This design comes from an exercise in tuning for small area, a short achievable clock period and few clock cycles on the open sky130 flow, not from production work.
In this exercise RTL edits were held to simulation tests only and were not proved equivalent to the original.

the reference run:
Design sha256_block, start of the top module:
module sha256_block (
    input  wire         clk,
    input  wire         rst_n,
    input  wire         in_valid,
    output wire         in_ready,
    input  wire         in_first,    
    input  wire [511:0] in_block,    
    output reg          out_valid,
    output wire [255:0] out_digest   
);
For scale: ~7100 cells after synthesis, about 770 I/O pins, ~0.055 mm2 of cells after synthesis.
export LEC_CHECK = 0
export ABC_AREA = 1
export ABC_CLOCK_PERIOD_IN_PS = 3500
export CAP_MARGIN = 20
export CORE_MARGIN = 2
export CORE_UTILIZATION = 40
export CTS_CLUSTER_DIAMETER = 100
export CTS_CLUSTER_SIZE = 25
export PLACE_DENSITY = 0.6
export SLEW_MARGIN = 20
create_clock -name core_clock -period 11.0 [get_ports {clk}]
standard.sh (not shown) runs the stock make flow with config.mk's settings and CLKGATE_MAP_FILE= SYNTH_SCRIPT=/design/flow/synth_recipe.tcl, a recipe that flattens the netlist after the stock synthesis.
==> flow/flow/run.sh <==
#!/bin/bash
# The standard layout (the standard.sh: standard synthesis, floorplan,
# placement, CTS, routing), with two changes to how it is made:
#  * the port buffers are sky130_fd_sc_hd__buf_1 rather than the default
#    clkdlybuf4s50_1 (every port still gets its own buffer);
#  * repair_timing aims for 7 ns of setup slack at the fixed 11 ns clock, so
#    the critical paths are sized for a shorter achieved period.
# make's full output goes to flow_make.log here; each ORFS step keeps its own
# log under orfs/logs/.
set -euo pipefail
bash standard.sh SETUP_SLACK_MARGIN=7 \
    "BUFFER_PORTS_ARGS=-buffer_cell sky130_fd_sc_hd__buf_1" finish > flow_make.log 2>&1
Testbench counts of the reference run, summed over its fixed seeds: cycles 208,016.
Modified inputs, the trial run compared to the reference run
--- a/flow/design.v
+++ b/flow/design.v
@@ -93,37 +93,16 @@
             for (k = 8; k >= 1; k = k / 2)
                 for (j = 3 * k - 1; j < 32; j = j + 2 * k) begin
                     gg[j] = gg[j] | (pp[j] & gg[j - k]);
                     pp[j] = pp[j] & pp[j - k];
                 end
             badd = x ^ (y ^ {gg[30:0], 1'b0});
         end
     endfunction
-    function [31:0] sadd;
-        input [31:0] x, y;
-        reg   [31:0] gg, pp, gn, pn;
-        integer j, k;
-        begin
-            gg = x & y;
-            pp = x | y;
-            for (k = 1; k < 32; k = k * 2) begin
-                gn = gg;
-                pn = pp;
-                for (j = 0; j < 32; j = j + 1)
-                    if (j % (2 * k) >= k) begin
-                        gn[j] = gg[j] | (pp[j] & gg[j - j % k - 1]);
-                        pn[j] = pp[j] & pp[j - j % k - 1];
-                    end
-                gg = gn;
-                pp = pn;
-            end
-            sadd = x ^ (y ^ {gg[30:0], 1'b0});
-        end
-    endfunction
     reg  [6:0]  t;           
     reg         idle;        
     reg         ready;       
     reg         add_en;      
     reg         ld_iv;       
     reg         first_q;     
     assign in_ready = ready;
     reg [31:0] a, b, c, d, e, f, g, hh;
@@ -154,21 +133,21 @@
     wire [31:0] s1  = {e[5:0], e[31:6]} ^ {e[10:0], e[31:11]} ^ {e[24:0], e[31:25]};
     wire [31:0] ch  = (e & f) ^ (~e & g);
     wire [31:0] s0  = {a[1:0], a[31:2]} ^ {a[12:0], a[31:13]} ^ {a[21:0], a[31:22]};
     wire [31:0] maj = (a & b) | (a & c) | (b & c);
     wire [63:0] ca1 = csa(ps, pc, ch);
     wire [63:0] ca2 = csa(s1, s0, maj);
     wire [63:0] ca3 = csa(ca1[63:32], ca1[31:0], ca2[63:32]);
     wire [63:0] ca4 = csa(ca3[63:32], ca3[31:0], ca2[31:0]);
-    wire [31:0] a_new = sadd(ca4[63:32], ca4[31:0]);
+    wire [31:0] a_new = kadd(ca4[63:32], ca4[31:0]);
     wire [63:0] ce1 = csa(ps, pc, d);
     wire [63:0] ce2 = csa(ce1[63:32], ce1[31:0], ch);
     wire [63:0] ce3 = csa(ce2[63:32], ce2[31:0], s1);
-    wire [31:0] e_new = sadd(ce3[63:32], ce3[31:0]);
+    wire [31:0] e_new = kadd(ce3[63:32], ce3[31:0]);
     wire [31:0] ws0 = {w[1][6:0], w[1][31:7]} ^ {w[1][17:0], w[1][31:18]} ^ (w[1] >> 3);
     wire [31:0] ws1 = {w[14][16:0], w[14][31:17]} ^ {w[14][18:0], w[14][31:19]} ^ (w[14] >> 10);
     wire [63:0] cw1 = csa(ws1, w[9], ws0);
     wire [63:0] cw2 = csa(cw1[63:32], cw1[31:0], w[0]);
     wire [31:0] w_new = kadd(cw2[63:32], cw2[31:0]);
     wire [63:0] p_ld  = csa(st_h, K_0, in_block[511:480]);
     wire [63:0] p_run = csa(g, kconst(t[5:0] + 6'd1), w[1]);
     integer i;
### Flow results
Looking at number of buffers inserted to repair setup after CTS across the reference run and the trial run, the one that comes out lower is the reference run.
Of the reference run and the trial run, the higher adder-cell area share of the yosys netlist belongs to the reference run.
Measured against each other, the reference run and the trial run differ in clock latency at the later pin of the worst-skew pair, the lower figure coming from the reference run.
Route | the trial run vs the reference run | wire longer in the trial run
Re final worst setup slack: the trial run is 0.12 ns up on the reference run.
Diff the reference run -> the trial run | global-route usage | increase of 2.4 points
The trial run vs the reference run: worst path required time down in the trial run
The reference run → the trial run: cell area after technology mapping +1.7%; count of multi-input combinational gates +4.4%.
Testbench counts of the trial run, summed over its fixed seeds: cycles 208,016.

* * *

Setup of the baseline:
The RTL this note starts from:
==> flow/design.v <==
module sha256_block (
    input  wire         clk,
    input  wire         rst_n,
    input  wire         in_valid,
    output wire         in_ready,
    input  wire         in_first,    
    input  wire [511:0] in_block,    
    output reg          out_valid,
    output wire [255:0] out_digest   
);
    localparam [31:0] IV_A = 32'h6a09e667, IV_B = 32'hbb67ae85,
                      IV_C = 32'h3c6ef372, IV_D = 32'ha54ff53a,
                      IV_E = 32'h510e527f, IV_F = 32'h9b05688c,
                      IV_G = 32'h1f83d9ab, IV_H = 32'h5be0cd19;
    localparam [31:0] K_0 = 32'h428a2f98;
    function [31:0] kconst;
        input [5:0] i;
        begin
            case (i)
                6'd0:  kconst = 32'h428a2f98; 6'd1:  kconst = 32'h71374491;
                6'd2:  kconst = 32'hb5c0fbcf; 6'd3:  kconst = 32'he9b5dba5;
                6'd4:  kconst = 32'h3956c25b; 6'd5:  kconst = 32'h59f111f1;
                6'd6:  kconst = 32'h923f82a4; 6'd7:  kconst = 32'hab1c5ed5;
                6'd8:  kconst = 32'hd807aa98; 6'd9:  kconst = 32'h12835b01;
                6'd10: kconst = 32'h243185be; 6'd11: kconst = 32'h550c7dc3;
                6'd12: kconst = 32'h72be5d74; 6'd13: kconst = 32'h80deb1fe;
                6'd14: kconst = 32'h9bdc06a7; 6'd15: kconst = 32'hc19bf174;
                6'd16: kconst = 32'he49b69c1; 6'd17: kconst = 32'hefbe4786;
                6'd18: kconst = 32'h0fc19dc6; 6'd19: kconst = 32'h240ca1cc;
                6'd20: kconst = 32'h2de92c6f; 6'd21: kconst = 32'h4a7484aa;
                6'd22: kconst = 32'h5cb0a9dc; 6'd23: kconst = 32'h76f988da;
                6'd24: kconst = 32'h983e5152; 6'd25: kconst = 32'ha831c66d;
                6'd26: kconst = 32'hb00327c8; 6'd27: kconst = 32'hbf597fc7;
                6'd28: kconst = 32'hc6e00bf3; 6'd29: kconst = 32'hd5a79147;
                6'd30: kconst = 32'h06ca6351; 6'd31: kconst = 32'h14292967;
                6'd32: kconst = 32'h27b70a85; 6'd33: kconst = 32'h2e1b2138;
                6'd34: kconst = 32'h4d2c6dfc; 6'd35: kconst = 32'h53380d13;
                6'd36: kconst = 32'h650a7354; 6'd37: kconst = 32'h766a0abb;
                6'd38: kconst = 32'h81c2c92e; 6'd39: kconst = 32'h92722c85;
                6'd40: kconst = 32'ha2bfe8a1; 6'd41: kconst = 32'ha81a664b;
                6'd42: kconst = 32'hc24b8b70; 6'd43: kconst = 32'hc76c51a3;
                6'd44: kconst = 32'hd192e819; 6'd45: kconst = 32'hd6990624;
                6'd46: kconst = 32'hf40e3585; 6'd47: kconst = 32'h106aa070;
                6'd48: kconst = 32'h19a4c116; 6'd49: kconst = 32'h1e376c08;
                6'd50: kconst = 32'h2748774c; 6'd51: kconst = 32'h34b0bcb5;
                6'd52: kconst = 32'h391c0cb3; 6'd53: kconst = 32'h4ed8aa4a;
                6'd54: kconst = 32'h5b9cca4f; 6'd55: kconst = 32'h682e6ff3;
                6'd56: kconst = 32'h748f82ee; 6'd57: kconst = 32'h78a5636f;
                6'd58: kconst = 32'h84c87814; 6'd59: kconst = 32'h8cc70208;
                6'd60: kconst = 32'h90befffa; 6'd61: kconst = 32'ha4506ceb;
                6'd62: kconst = 32'hbef9a3f7; default: kconst = 32'hc67178f2;
            endcase
        end
    endfunction
    function [63:0] csa;
        input [31:0] x, y, z;
        begin
            csa = {x ^ y ^ z, ((x & y) | (x & z) | (y & z)) << 1};
        end
    endfunction
    reg  [6:0]  t;           
    reg         idle;        
    reg         ready;       
    reg         add_en;      
    reg         ld_iv;       
    reg         first_q;     
    assign in_ready = ready;
    reg [31:0] a, b, c, d, e, f, g, hh;
    reg [31:0] w [0:15];           
    reg [31:0] hk;                 
    reg [31:0] qa [0:4];
    reg [31:0] qe [0:4];
    assign out_digest = {qa[4], qa[3], qa[2], qa[1], qe[4], qe[3], qe[2], qe[1]};
    wire [31:0] sum_a = qa[0] + (add_en ? a : 32'd0);
    wire [31:0] sum_e = qe[0] + (add_en ? e : 32'd0);
    reg  [31:0] iv_a, iv_e;
    always @* begin
        case (t[1:0])
            2'd1:    begin iv_a = IV_D; iv_e = IV_H; end
            2'd2:    begin iv_a = IV_C; iv_e = IV_G; end
            2'd3:    begin iv_a = IV_B; iv_e = IV_F; end
            default: begin iv_a = IV_A; iv_e = IV_E; end
        endcase
    end
    wire [31:0] st_a = in_first ? IV_A : sum_a;
    wire [31:0] st_b = in_first ? IV_B : qa[4];
    wire [31:0] st_c = in_first ? IV_C : qa[3];
    wire [31:0] st_d = in_first ? IV_D : qa[2];
    wire [31:0] st_e = in_first ? IV_E : sum_e;
    wire [31:0] st_f = in_first ? IV_F : qe[4];
    wire [31:0] st_g = in_first ? IV_G : qe[3];
    wire [31:0] st_h = in_first ? IV_H : qe[2];
    wire [31:0] s1  = {e[5:0], e[31:6]} ^ {e[10:0], e[31:11]} ^ {e[24:0], e[31:25]};
    wire [31:0] ch  = (e & f) ^ (~e & g);
    wire [31:0] s0  = {a[1:0], a[31:2]} ^ {a[12:0], a[31:13]} ^ {a[21:0], a[31:22]};
    wire [31:0] maj = (a & b) | (a & c) | (b & c);
    wire [63:0] ca1 = csa(hk, w[0], ch);
    wire [63:0] ca2 = csa(s1, s0, maj);
    wire [63:0] ca3 = csa(ca1[63:32], ca1[31:0], ca2[63:32]);
    wire [63:0] ca4 = csa(ca3[63:32], ca3[31:0], ca2[31:0]);
    wire [31:0] a_new = ca4[63:32] + ca4[31:0];
    wire [63:0] ce1 = csa(hk, w[0], d);
    wire [63:0] ce2 = csa(ce1[63:32], ce1[31:0], ch);
    wire [63:0] ce3 = csa(ce2[63:32], ce2[31:0], s1);
    wire [31:0] e_new = ce3[63:32] + ce3[31:0];
    wire [31:0] ws0 = {w[1][6:0], w[1][31:7]} ^ {w[1][17:0], w[1][31:18]} ^ (w[1] >> 3);
    wire [31:0] ws1 = {w[14][16:0], w[14][31:17]} ^ {w[14][18:0], w[14][31:19]} ^ (w[14] >> 10);
    wire [63:0] cw1 = csa(ws1, w[9], ws0);
    wire [63:0] cw2 = csa(cw1[63:32], cw1[31:0], w[0]);
    wire [31:0] w_new = cw2[63:32] + cw2[31:0];
    wire [31:0] hk_sum = (ready ? qe[2] : g) + kconst(ready ? 6'd0 : t[5:0] + 6'd1);
    wire [31:0] hk_ld  = in_first ? IV_H + K_0 : hk_sum;
    integer i;
    always @(posedge clk) begin
        if (!rst_n) begin
            t         <= 7'd64;
            idle      <= 1'b1;
            ready     <= 1'b1;
            add_en    <= 1'b0;
            ld_iv     <= 1'b0;
            out_valid <= 1'b0;
        end else begin
            out_valid <= ready && !idle;
            if (ready) begin
                t       <= in_valid ? 7'd0 : 7'd60;
                idle    <= !in_valid;
                ready   <= 1'b0;
                add_en  <= 1'b0;
                ld_iv   <= 1'b0;
                first_q <= in_first;
            end else begin
                t       <= t + 7'd1;
                ready   <= (t == 7'd63);
                add_en  <= !idle && (t >= 7'd60);
                ld_iv   <= !idle && first_q && (t <= 7'd3);
            end
        end
    end
    always @(posedge clk) begin
        if (ready) begin
            {a, b, c, d, e, f, g, hh} <= {st_a, st_b, st_c, st_d, st_e, st_f, st_g, st_h};
            for (i = 0; i < 16; i = i + 1)
                w[i] <= in_block[511 - 32*i -: 32];
            hk <= hk_ld;
        end else begin
            hh <= g;
            g  <= f;
            f  <= e;
            e  <= e_new;
            d  <= c;
            c  <= b;
            b  <= a;
            a  <= a_new;
            for (i = 0; i < 15; i = i + 1)
                w[i] <= w[i + 1];
            w[15] <= w_new;
            hk <= hk_sum;
        end
    end
    always @(posedge clk) begin
        for (i = 0; i < 4; i = i + 1) begin
            qa[i] <= qa[i + 1];
            qe[i] <= qe[i + 1];
        end
        qa[4] <= ld_iv ? iv_a : sum_a;
        qe[4] <= ld_iv ? iv_e : sum_e;
    end
endmodule
export LEC_CHECK = 0
export ABC_AREA = 1
export ABC_CLOCK_PERIOD_IN_PS = 3500
export CAP_MARGIN = 20
export CORE_MARGIN = 2
export CORE_UTILIZATION = 40
export CTS_CLUSTER_DIAMETER = 100
export CTS_CLUSTER_SIZE = 25
export PLACE_DENSITY = 0.6
export SLEW_MARGIN = 20
create_clock -name core_clock -period 11.0 [get_ports {clk}]
Scripts as last shown in full above: flow/flow/run.sh
Testbench counts of the baseline, summed over its fixed seeds: cycles 208,016.
The inputs of the candidate differ from those of the baseline as listed below.
--- a/flow/design.v
+++ b/flow/design.v
@@ -69,4 +69,6 @@
     reg [31:0] w [0:15];           
     reg [31:0] hk;                 
+    reg  [5:0] kidx;               
+    reg [31:0] k_n;                
     reg [31:0] qa [0:4];
     reg [31:0] qe [0:4];
@@ -109,5 +111,6 @@
     wire [63:0] cw2 = csa(cw1[63:32], cw1[31:0], w[0]);
     wire [31:0] w_new = cw2[63:32] + cw2[31:0];
-    wire [31:0] hk_sum = (ready ? qe[2] : g) + kconst(ready ? 6'd0 : t[5:0] + 6'd1);
+    always @* k_n = kconst(kidx);
+    wire [31:0] hk_sum = (ready ? qe[2] : g) + k_n;
     wire [31:0] hk_ld  = in_first ? IV_H + K_0 : hk_sum;
     integer i;
@@ -119,4 +122,5 @@
             add_en    <= 1'b0;
             ld_iv     <= 1'b0;
+            kidx      <= 6'd0;
             out_valid <= 1'b0;
         end else begin
@@ -129,4 +133,5 @@
                 ld_iv   <= 1'b0;
                 first_q <= in_first;
+                kidx    <= in_valid ? 6'd1 : 6'd0;
             end else begin
                 t       <= t + 7'd1;
@@ -134,4 +139,5 @@
                 add_en  <= !idle && (t >= 7'd60);
                 ld_iv   <= !idle && first_q && (t <= 7'd3);
+                kidx    <= (t >= 7'd63) ? 6'd0 : t[5:0] + 6'd2;
             end
         end
==> comparison <==
- Relative to the baseline, the total of plain and repair buffers excluding clock buffers of the candidate is lower by 9.3%.
- Looking at the baseline and the candidate, the largest stage delay on the critical path is a wash.
- Final design area excluding fillers in the candidate is 0.0011 mm2 lower than in the baseline
- The baseline → the candidate: global-route wire length before repair shows an increase of about 4.5%; relative area of clock buffers and inverters in the final design now sits higher.
- Wire length delta (the candidate − the baseline): unfavourable
- Comparing the baseline and the candidate, pre-CTS setup slack is lower on the baseline.
- Worst hold slack | the candidate below the baseline
- The candidate packs its core looser than the baseline.
- Looking at worst setup slack across both flows, the candidate is the stronger of the two, with the baseline trailing.
- On post-synthesis sequential area ratio, the baseline and the candidate are basically level.
- For the baseline, the startpoint of the worst setup timing path was a[26], unlike the candidate, where it was e[28].
- Between the baseline and the candidate, the difference in layout net count is negligible.
- As far as insertion delay of the later-clocked pin in the worst-skew pair is concerned, the candidate and the baseline perform about the same.
- Proportion of cell area occupied by registers: the candidate vs the baseline up 0.66 points
Testbench counts of the candidate, summed over its fixed seeds: cycles 208,016.

==> port drivers added, routing unchanged <==
The flow's constraints put no driver on any port. The routed layouts listed below were extracted and timed again, unchanged, in two steps. Step 1: set_driving_cell puts a clkbuf_16 on clk and a buf_2 on each other input, an assumption about the parent block. Step 2 also shifts input and output timing later by t, the mid clock arrival at the registers, as if the neighbouring blocks saw the same clock. Three values: ideal ports, drivers, drivers and shift; two values: the first two.
run	shift t [ns]	setup slack, ns	latest minus earliest clock arrival (ns)	pins driven straight from the clock port
the reference run	0.777	6.810 / 6.810 / 6.419	0.050 / 0.050	1
the trial run	0.794	6.927 / 6.927 / 6.361	0.055 / 0.055	1
the baseline	0.772	6.809 / 6.809 / 6.371	0.045 / 0.045	1
the candidate	0.780	6.850 / 6.850 / 6.364	0.068 / 0.068	1
After both steps setup and hold are still met in every run listed. For the trial run, which loses most, drivers alone change the setup slack by 0.000 ns; drivers and shift together by -0.566 ns.
